This is an optimization exercise on Yosys and OpenROAD, whose aim is small area, a short achievable clock period and few clock cycles per item, not a production implementation. Only simulation tests tie the RTL to the original design; equivalence was not proved. Power and IR drop assume default switching activity.

==> flow/design.v (excerpt) <==
module wave_codec (
    input  wire        clk,
    input  wire        rst,         
    input  wire        start,       
    input  wire [7:0]  cfg_q,       
    input  wire        cfg_pred2,   
    input  wire        in_valid,
    output wire        in_ready,
    input  wire [31:0] in_sample,   
    output wire        out_valid,
    input  wire        out_ready,
    output wire [7:0]  out_byte
);
    localparam [2:0] S_A   = 3'd0,    
                     S_B   = 3'd1,    
                     S_DIV = 3'd2,    
                     S_W   = 3'd3,    
                     S_I   = 3'd4;    
    reg [2:0]  state;
    reg        rdy;         
    reg [12:0] s8;          
    reg [14:0] s8x3;        
    reg        ll;          
    reg        pred2;
    reg [32:0] r1;          
    reg [34:0] xa;          
    reg        neg;
    reg [34:0] dq;          
    reg [12:0] rem;         
    reg [2:0]  lo3;         
    reg [3:0]  cnt;
    reg [34:0] zz;
    reg        ov;
    wire [15:0] remf = {rem, lo3};
    wire [15:0] h16  = {1'b0, s8, 2'b00};
    wire [15:0] u    = neg ? h16 : remf;
    wire [15:0] v    = neg ? remf : h16;
    wire [17:0] rlo  = {2'b0, xr[15:0]} + {2'b0, v} - {2'b0, u};
    wire [31:0] xr   = pred2 ? ~xa[32:1] : ~xa[31:0];    
    wire [16:0] xhi  = {xr[31], xr[31:16]};
    wire [16:0] xhp  = xhi + 17'd1;
    wire [16:0] xhm  = xhi - 17'd1;
    wire [16:0] rhi  = rlo[17] ? xhm : rlo[16] ? xhp : xhi;
    wire [32:0] rp   = {rhi, rlo[15:0]};
    wire [34:0] xs   = {{3{in_sample[31]}}, in_sample};
    wire [34:0] ra   = {{2{r1[32]}}, r1};
    wire [34:0] ua   = pred2 ? {18'd0, u, 1'b0} : {19'd0, u};
    wire [34:0] va   = pred2 ? ~{18'd0, v, 1'b0} : ~{19'd0, v};
    wire [34:0] hh   = {19'd0, h16};
    wire [34:0] cs1  = xa ^ ra ^ hh;
    wire [34:0] cc1  = {(xa[33:0] & ra[33:0]) | (xa[33:0] & hh[33:0]) | (ra[33:0] & hh[33:0]), 1'b1};
    wire [34:0] cs2  = cs1 ^ cc1 ^ ua;
    wire [34:0] cc2  = {(cs1[33:0] & cc1[33:0]) | (cs1[33:0] & ua[33:0]) | (cc1[33:0] & ua[33:0]), ll};
    wire [34:0] cs3  = cs2 ^ cc2 ^ va;
    wire [34:0] cc3  = {(cs2[33:0] & cc2[33:0]) | (cs2[33:0] & va[33:0]) | (cc2[33:0] & va[33:0]), 1'b0};
    wire [34:0] ap   = cs3 ^ cc3 ^ xs;
    wire [34:0] bp   = {(cs3[33:0] & cc3[33:0]) | (cs3[33:0] & xs[33:0]) | (cc3[33:0] & xs[33:0]), 1'b0};
    reg  [34:0] gg, pp;
    integer i, j;
    always @* begin
  ...
==> flow/config.mk <==
export PLATFORM = sky130hd
export DESIGN_NAME = wave_codec
export DESIGN_NICKNAME = wave_codec
export VERILOG_FILES = /design/flow/design.v
export SDC_FILE = /design/flow/constraint.sdc
export NUM_CORES = 4
export LEC_CHECK = 0
export CAP_MARGIN = 20
export CORE_MARGIN = 2
export CORE_UTILIZATION = 55
export PLACE_DENSITY = 0.65
export SLEW_MARGIN = 20
==> flow/constraint.sdc <==
create_clock -name core_clock -period 12.0 [get_ports {clk}]
set_input_delay 2.4000 -clock core_clock [delete_from_list [all_inputs] [get_ports {clk}]]
set_output_delay 2.4000 -clock core_clock [all_outputs]
set_load 0.01 [all_outputs]
standard.sh (not shown) runs the stock make flow with config.mk's settings and CLKGATE_MAP_FILE= SYNTH_SCRIPT=/design/flow/synth_recipe.tcl, a recipe that flattens the netlist after the stock synthesis.
==> flow/flow/run.sh <==
#!/bin/bash
set -euo pipefail
bash standard.sh finish SETUP_SLACK_MARGIN=5.5 TNS_END_PERCENT=100 > layout_make.log 2>&1
The starting point finished with timing, DRC and antenna clean.
Testbench counts at the start, summed over its fixed seeds: cycles 25,884, items 9,600.
Change:
==> flow/flow/run.sh (replaced) <==
#!/bin/bash
set -euo pipefail
bash standard.sh finish SETUP_SLACK_MARGIN=6.5 TNS_END_PERCENT=100 > layout_make.log 2>&1
After rerunning: Sequential power stays flat; final area is higher by 12%; register-to-register slack improved by 480 ps; setup slack improved by 480 ps; non-clock buffer count is higher by 158; die area does not change; via count is higher by 8.4%; power is higher by 32%; first-iteration DRC count is higher by 27%; wire length is higher by 14%; final cell count is higher by 5.5%.

-- port drivers added, routing unchanged --
Ports are ideal in the flow. The routed layouts listed here were re-timed in OpenROAD. Step 1 assumes that a clkbuf_16 drives the clock port and a buf_2 every other input. Step 2 adds t to the input delays and takes it off the output delays; t is the mean of the earliest and latest rising clock arrival at the registers after step 1. Input paths then give back, and output paths get back, about the clock's delay inside the block. Slacks: no drivers / after step 1 / after step 2; pairs: no drivers / after step 1.
run	t (ns)	setup WS [ns]	latest minus earliest clock arrival (ns)
the first run	0.536	5.659 / 5.659 / 5.166	0.015 / 0.015
the second run	0.536	6.136 / 6.136 / 5.672	0.023 / 0.023
After both steps setup and hold are still met in every run listed. For the first run, which loses most, drivers alone change the setup slack by 0.000 ns; drivers and shift together by -0.493 ns.
